Source: an optimization exercise on an open RTL-to-GDS flow (aim: small area). Production flows keep margins and buffers that such runs may drop.
The RTL was checked by simulation tests, not by an equivalence proof against the original design.
Power figures rest on the tool's default switching activity, not on a simulated workload.

Design rds_group_decoder, start of the top module:
module rds_group_decoder (
    input  wire        clk,
    input  wire        rst,           
    input  wire [1:0]  mode,          
    input  wire [1:0]  corr,          
    input  wire [3:0]  loss_n,        
    input  wire        lock,          
    input  wire        bit_valid,
    input  wire        bit_in,
    output wire [1:0]  rds_sync,      
    output reg         rec_valid,
    output wire [15:0] rec_blk_a,
    output wire [15:0] rec_blk_b,
    output wire [15:0] rec_blk_c,
    output wire [15:0] rec_blk_d,
    output wire [7:0]  rec_bstat,
    output wire [5:0]  rec_flags,
    output wire [4:0]  rec_cbits,
    output wire [15:0] rec_pi_conf,
    output wire        sync_evt,
    output reg  [2:0]  sync_off,
    output reg         loss_evt,
    output wire        loss_cause,    
    output reg         pi_evt,
    output wire [15:0] pi_new
);
==> flow/config.mk <==
export PLATFORM = sky130hd
export DESIGN_NAME = rds_group_decoder
export DESIGN_NICKNAME = rds_group_decoder
export VERILOG_FILES = /design/flow/design.v
export SDC_FILE = /design/flow/constraint.sdc
export NUM_CORES = 4
export LEC_CHECK = 0
export ABC_AREA = 1
export CAP_MARGIN = 0
export CORE_MARGIN = 2
export CORE_UTILIZATION = 40
export CTS_BUF_LIST = sky130_fd_sc_hd__clkbuf_8
export CTS_CLUSTER_SIZE = 16
export GPL_TIMING_DRIVEN = 0
export PLACE_DENSITY = 0.6
export SLEW_MARGIN = 0
==> flow/constraint.sdc <==
create_clock -name core_clock -period 12.0 [get_ports {clk}]
set_input_delay 2.4000 -clock core_clock [delete_from_list [all_inputs] [get_ports {clk}]]
set_output_delay 2.4000 -clock core_clock [all_outputs]
set_load 0.01 [all_outputs]
standard.sh (not shown) runs the stock make flow with config.mk's settings and CLKGATE_MAP_FILE= SYNTH_SCRIPT=/design/flow/synth_recipe.tcl, a recipe that flattens the netlist after the stock synthesis.
==> flow/flow/run.sh <==
#!/bin/bash
set -euo pipefail
here=$(pwd)
export AREA_ABC_SCRIPT="$here/flow/area.abc"
bash standard.sh SYNTH_SCRIPT="$here/flow/synth_area.tcl" \
    SYNTH_INSBUF=0 BUFFER_PORTS_ARGS="-buffer_cell sky130_fd_sc_hd__buf_1" \
    CTS_ARGS="-sink_clustering_enable -repair_clock_nets -sink_clustering_size 16 -buf_list sky130_fd_sc_hd__clkbuf_8 -root_buf sky130_fd_sc_hd__clkbuf_4 -dont_use_dummy_load" \
    finish > standard_flow.log 2>&1
==> flow/flow/area.abc <==
strash
&get -n
&deepsyn -T 60
&put
dch -f
amap
topo
==> flow/flow/synth_area.tcl <==
# The standard flow's synthesis script (synth_recipe.tcl), with the logic mapped for area:
# ABC runs flow/area.abc instead of ORFS's script, and adders are left to ABC
# rather than extracted as half and full adder cells. Registers, flattening
# and renaming are as in the standard flow's script.
proc synth {args} { yosys synth -nofsm -noshare {*}$args }
proc extract_fa {args} {}
proc abc {args} {
  set i [lsearch -exact $args -script]
  if { $i >= 0 } { lset args [expr {$i + 1}] $::env(AREA_ABC_SCRIPT) }
  yosys abc {*}$args
}
source $::env(SCRIPTS_DIR)/synth.tcl
# left out here: clear keep_hierarchy, flatten, clean up, hide names made inside functions, write 1_2_yosys.v
Edit:
--- a/flow/flow/run.sh
+++ b/flow/flow/run.sh
@@ -1,3 +1,10 @@
 #!/bin/bash
+# The standard layout, with these changes:
+#  - synthesis maps the logic with an area-oriented ABC script (flow/area.abc);
+#    adders are left to ABC; registers, flattening and renaming are as in
+#    the standard flow's own synthesis script (flow/synth_area.tcl);
+#  - each input and output port gets the smallest buffer, buf_1;
+#  - clock tree: buf_8 clock buffers for clusters of up to 16 registers, a
+#    buf_4 at the root, and no dummy loads.
 set -euo pipefail
 here=$(pwd)
Result: Total power goes down by 0.64%; worst setup slack improved by 0.61 ns; global-route usage goes up by 0.94 points; cell count goes up by 0.33%.
Edit:
==> flow/flow/run.sh (replaced) <==
#!/bin/bash
# The standard layout, with these changes:
#  - synthesis maps the logic with an area-oriented ABC script (flow/area.abc);
#    adders are left to ABC; registers, flattening and renaming are as in
#    the standard flow's own synthesis script (flow/synth_area.tcl);
#  - each input and output port gets the smallest buffer, buf_1;
#  - clock tree: buf_8 clock buffers for clusters of up to 13 registers, a
#    buf_4 at the root, and no dummy loads.
set -euo pipefail
here=$(pwd)
export AREA_ABC_SCRIPT="$here/flow/area.abc"
bash standard.sh SYNTH_SCRIPT="$here/flow/synth_area.tcl" \
    SYNTH_INSBUF=0 BUFFER_PORTS_ARGS="-buffer_cell sky130_fd_sc_hd__buf_1" \
    CTS_ARGS="-sink_clustering_enable -repair_clock_nets -sink_clustering_size 13 -buf_list sky130_fd_sc_hd__clkbuf_8 -root_buf sky130_fd_sc_hd__clkbuf_4 -dont_use_dummy_load" \
    finish > standard_flow.log 2>&1
--- a/flow/config.mk
+++ b/flow/config.mk
@@ -11,5 +11,5 @@
 export CORE_UTILIZATION = 40
 export CTS_BUF_LIST = sky130_fd_sc_hd__clkbuf_8
-export CTS_CLUSTER_SIZE = 16
+export CTS_CLUSTER_SIZE = 13
 export GPL_TIMING_DRIVEN = 0
 export PLACE_DENSITY = 0.6
What happened: Register-to-register slack gets better by 0.44 ns; clock skew went up by 0.0045 ns; combinational power is higher by about 5%; total power rose by 0.64%; count of clock-buffer cells in the layout does not change; routed wire length came out lower by 3.1%; hold slack is about the same; setup slack gets worse by 0.61 ns.
Edit:
==> flow/flow/run.sh (replaced) <==
#!/bin/bash
set -euo pipefail
here=$(pwd)
export AREA_ABC_SCRIPT="$here/flow/area.abc"
bash standard.sh SYNTH_SCRIPT="$here/flow/synth_area.tcl" \
    SYNTH_INSBUF=0 BUFFER_PORTS_ARGS="-buffer_cell sky130_fd_sc_hd__buf_1" \
    CTS_ARGS="-sink_clustering_enable -repair_clock_nets -sink_clustering_size 32 -sink_clustering_max_diameter 120 -buf_list sky130_fd_sc_hd__clkbuf_16 -root_buf sky130_fd_sc_hd__clkbuf_8 -dont_use_dummy_load" \
    finish > standard_flow.log 2>&1
--- a/flow/config.mk
+++ b/flow/config.mk
@@ -11,5 +11,5 @@
 export CORE_UTILIZATION = 40
 export CTS_BUF_LIST = sky130_fd_sc_hd__clkbuf_8
-export CTS_CLUSTER_SIZE = 13
+export CTS_CLUSTER_SIZE = 16
 export GPL_TIMING_DRIVEN = 0
 export PLACE_DENSITY = 0.6
Result: The changed run completed without violations; register-to-register slack got worse by 0.23 ns; final area is higher slightly; worst setup slack improved by 0.56 ns; die area is lower slightly; combinational power is higher by a few percent; hold slack is about the same; power is higher by roughly a tenth; via count is lower slightly.
Edit:
==> flow/flow/run.sh (replaced) <==
#!/bin/bash
set -euo pipefail
here=$(pwd)
export AREA_ABC_SCRIPT="$here/flow/area.abc"
bash standard.sh SYNTH_SCRIPT="$here/flow/synth_area.tcl" \
    SYNTH_INSBUF=0 BUFFER_PORTS_ARGS="-buffer_cell sky130_fd_sc_hd__buf_1" finish > standard_flow.log 2>&1
After rerunning: Wire length went up by 0.66%; clock-buffer cell count is higher by 2; total power went down by 2.0%; combinational power barely changes; sequential power barely changes; global-route usage hardly moves.

* * *

## middle
rds_group_decoder, a different RTL version from the one above (not shown whole).
Size: roughly 180 flip-flops, roughly 0.0093 sq mm of cells after synthesis.
// rds_group_decoder
module rds_group_decoder (
    input  wire        clk,
    input  wire        rst,           
    input  wire [1:0]  mode,          
    input  wire [1:0]  corr,          
    input  wire [3:0]  loss_n,        
    input  wire        lock,          
    input  wire        bit_valid,
    input  wire        bit_in,
    output wire [1:0]  rds_sync,      
    output reg         rec_valid,
    output wire [15:0] rec_blk_a,
    output wire [15:0] rec_blk_b,
    output wire [15:0] rec_blk_c,
    output wire [15:0] rec_blk_d,
    output wire [7:0]  rec_bstat,
    output wire [5:0]  rec_flags,
    output wire [4:0]  rec_cbits,
    output wire [15:0] rec_pi_conf,
    output wire        sync_evt,
    output reg  [2:0]  sync_off,
    output reg         loss_evt,
    output reg         loss_cause,    
    output reg         pi_evt,
    output wire [15:0] pi_new
);
==> flow/config.mk <==
export PLATFORM = sky130hd
export DESIGN_NAME = rds_group_decoder
export DESIGN_NICKNAME = rds_group_decoder
export VERILOG_FILES = /design/flow/design.v
export SDC_FILE = /design/flow/constraint.sdc
export NUM_CORES = 4
export LEC_CHECK = 0
export ABC_AREA = 1
export CAP_MARGIN = 0
export CORE_MARGIN = 2
export CORE_UTILIZATION = 40
export CTS_BUF_LIST = sky130_fd_sc_hd__clkbuf_8
export CTS_CLUSTER_SIZE = 20
export PLACE_DENSITY = 0.6
export SLEW_MARGIN = 0
==> flow/constraint.sdc <==
create_clock -name core_clock -period 12.0 [get_ports {clk}]
set_input_delay 2.4000 -clock core_clock [delete_from_list [all_inputs] [get_ports {clk}]]
set_output_delay 2.4000 -clock core_clock [all_outputs]
set_load 0.01 [all_outputs]
==> flow/flow/run.sh <==
#!/bin/bash
# The standard layout, with two changes:
#  - synthesis maps the logic with an area-oriented ABC script (flow/area.abc);
#    adders are left to ABC; registers, flattening and renaming are as in
#    the standard flow's own synthesis script (flow/synth_area.tcl);
#  - each input and output port gets the smallest buffer, buf_1.
set -euo pipefail
here=$(pwd)
export AREA_ABC_SCRIPT="$here/flow/area.abc"
bash standard.sh SYNTH_SCRIPT="$here/flow/synth_area.tcl" \
    BUFFER_PORTS_ARGS="-buffer_cell sky130_fd_sc_hd__buf_1" finish > standard_flow.log 2>&1
Scripts as last shown in full above: flow/flow/area.abc, flow/flow/synth_area.tcl
In summary, middle completed successfully, with a layout that passed the timing, DRC and antenna checks.
The following lists how east was set up differently from middle:
Settings: changing CAP_MARGIN from 0 to 20; changing SLEW_MARGIN from 0 to 20.
==> flow/flow/run.sh <==
#!/bin/bash
# The standard layout, with two changes:
#  - synthesis maps the logic with an area-oriented ABC script (flow/area.abc);
#    everything else in the synthesis (registers, flattening, renaming) is
#    the standard flow's own synthesis script, flow/synth_area.tcl only swaps ABC's script;
#  - each input and output port gets the smallest buffer, buf_1.
set -euo pipefail
here=$(pwd)
export AREA_ABC_SCRIPT="$here/flow/area.abc"
bash standard.sh SYNTH_SCRIPT="$here/flow/synth_area.tcl" \
    BUFFER_PORTS_ARGS="-buffer_cell sky130_fd_sc_hd__buf_1" finish > standard_flow.log 2>&1
==> flow/flow/synth_area.tcl <==
# The standard flow's synthesis script, with ABC's technology mapping run for area
proc synth {args} { yosys synth -nofsm -noshare {*}$args }
proc abc {args} {
  set i [lsearch -exact $args -script]
  if { $i >= 0 } { lset args [expr {$i + 1}] $::env(AREA_ABC_SCRIPT) }
  yosys abc {*}$args
}
source $::env(SCRIPTS_DIR)/synth.tcl
# left out here: clear keep_hierarchy, flatten, clean up, hide names made inside functions, write 1_2_yosys.v
==> run summary <==
- Summary — count of non-CTS buffers in the layout, east relative to middle: higher, by about 2.6%.
- east ends up with higher worst setup slack than middle does.
- Est. power | east vs middle | east higher
- Comparing final-stage net count for middle and east, the bigger number came from east.

## port drivers added, routing unchanged
Ports are ideal in the flow. The routed layouts listed here were re-timed in OpenROAD.
Step 1: set_driving_cell puts a clkbuf_16 on clk and a buf_2 on each other input, an assumption about the parent block.
Step 2 moves the port delays by t, midway between the first and last clock arrival at a register: inputs arrive t later, outputs are due t later. That takes back most of the time a late clock gives input paths.
Three values: no drivers, after step 1, after step 2; two values: the first two.
| run | shift t [ns] | slack for setup (ns) | hold WS [ns] | worst slew at a driven data input, ns | cell pins on the clock port's net |
|---|---|---|---|---|---|
| the first run of note 1 | 0.653 | 4.236 / 4.257 / 3.604 | 0.422 / 0.422 / 0.422 | 0.03 | 1 |
| the second run of note 1 | 0.662 | 4.845 / 4.798 / 4.517 | 0.424 / 0.424 / 0.424 | 0.03 | 1 |
| the third run of note 1 | 0.653 | 4.236 / 4.257 / 3.604 | 0.422 / 0.422 / 0.422 | 0.03 | 1 |
| the fourth run of note 1 | 0.587 | 4.793 / 4.811 / 4.223 | 0.420 / 0.420 / 0.420 | 0.05 | 1 |
| the fifth run of note 1 | 0.512 | 4.673 / 4.690 / 4.179 | 0.429 / 0.429 / 0.429 | 0.05 | 1 |
| middle | 0.520 | 4.959 / 4.983 / 4.463 | 0.431 / 0.431 / 0.431 | 0.04 | 1 |
| east | 0.514 | 5.336 / 5.350 / 4.836 | 0.427 / 0.427 / 0.427 | 0.03 | 1 |
After both steps setup and hold are still met in every run listed.
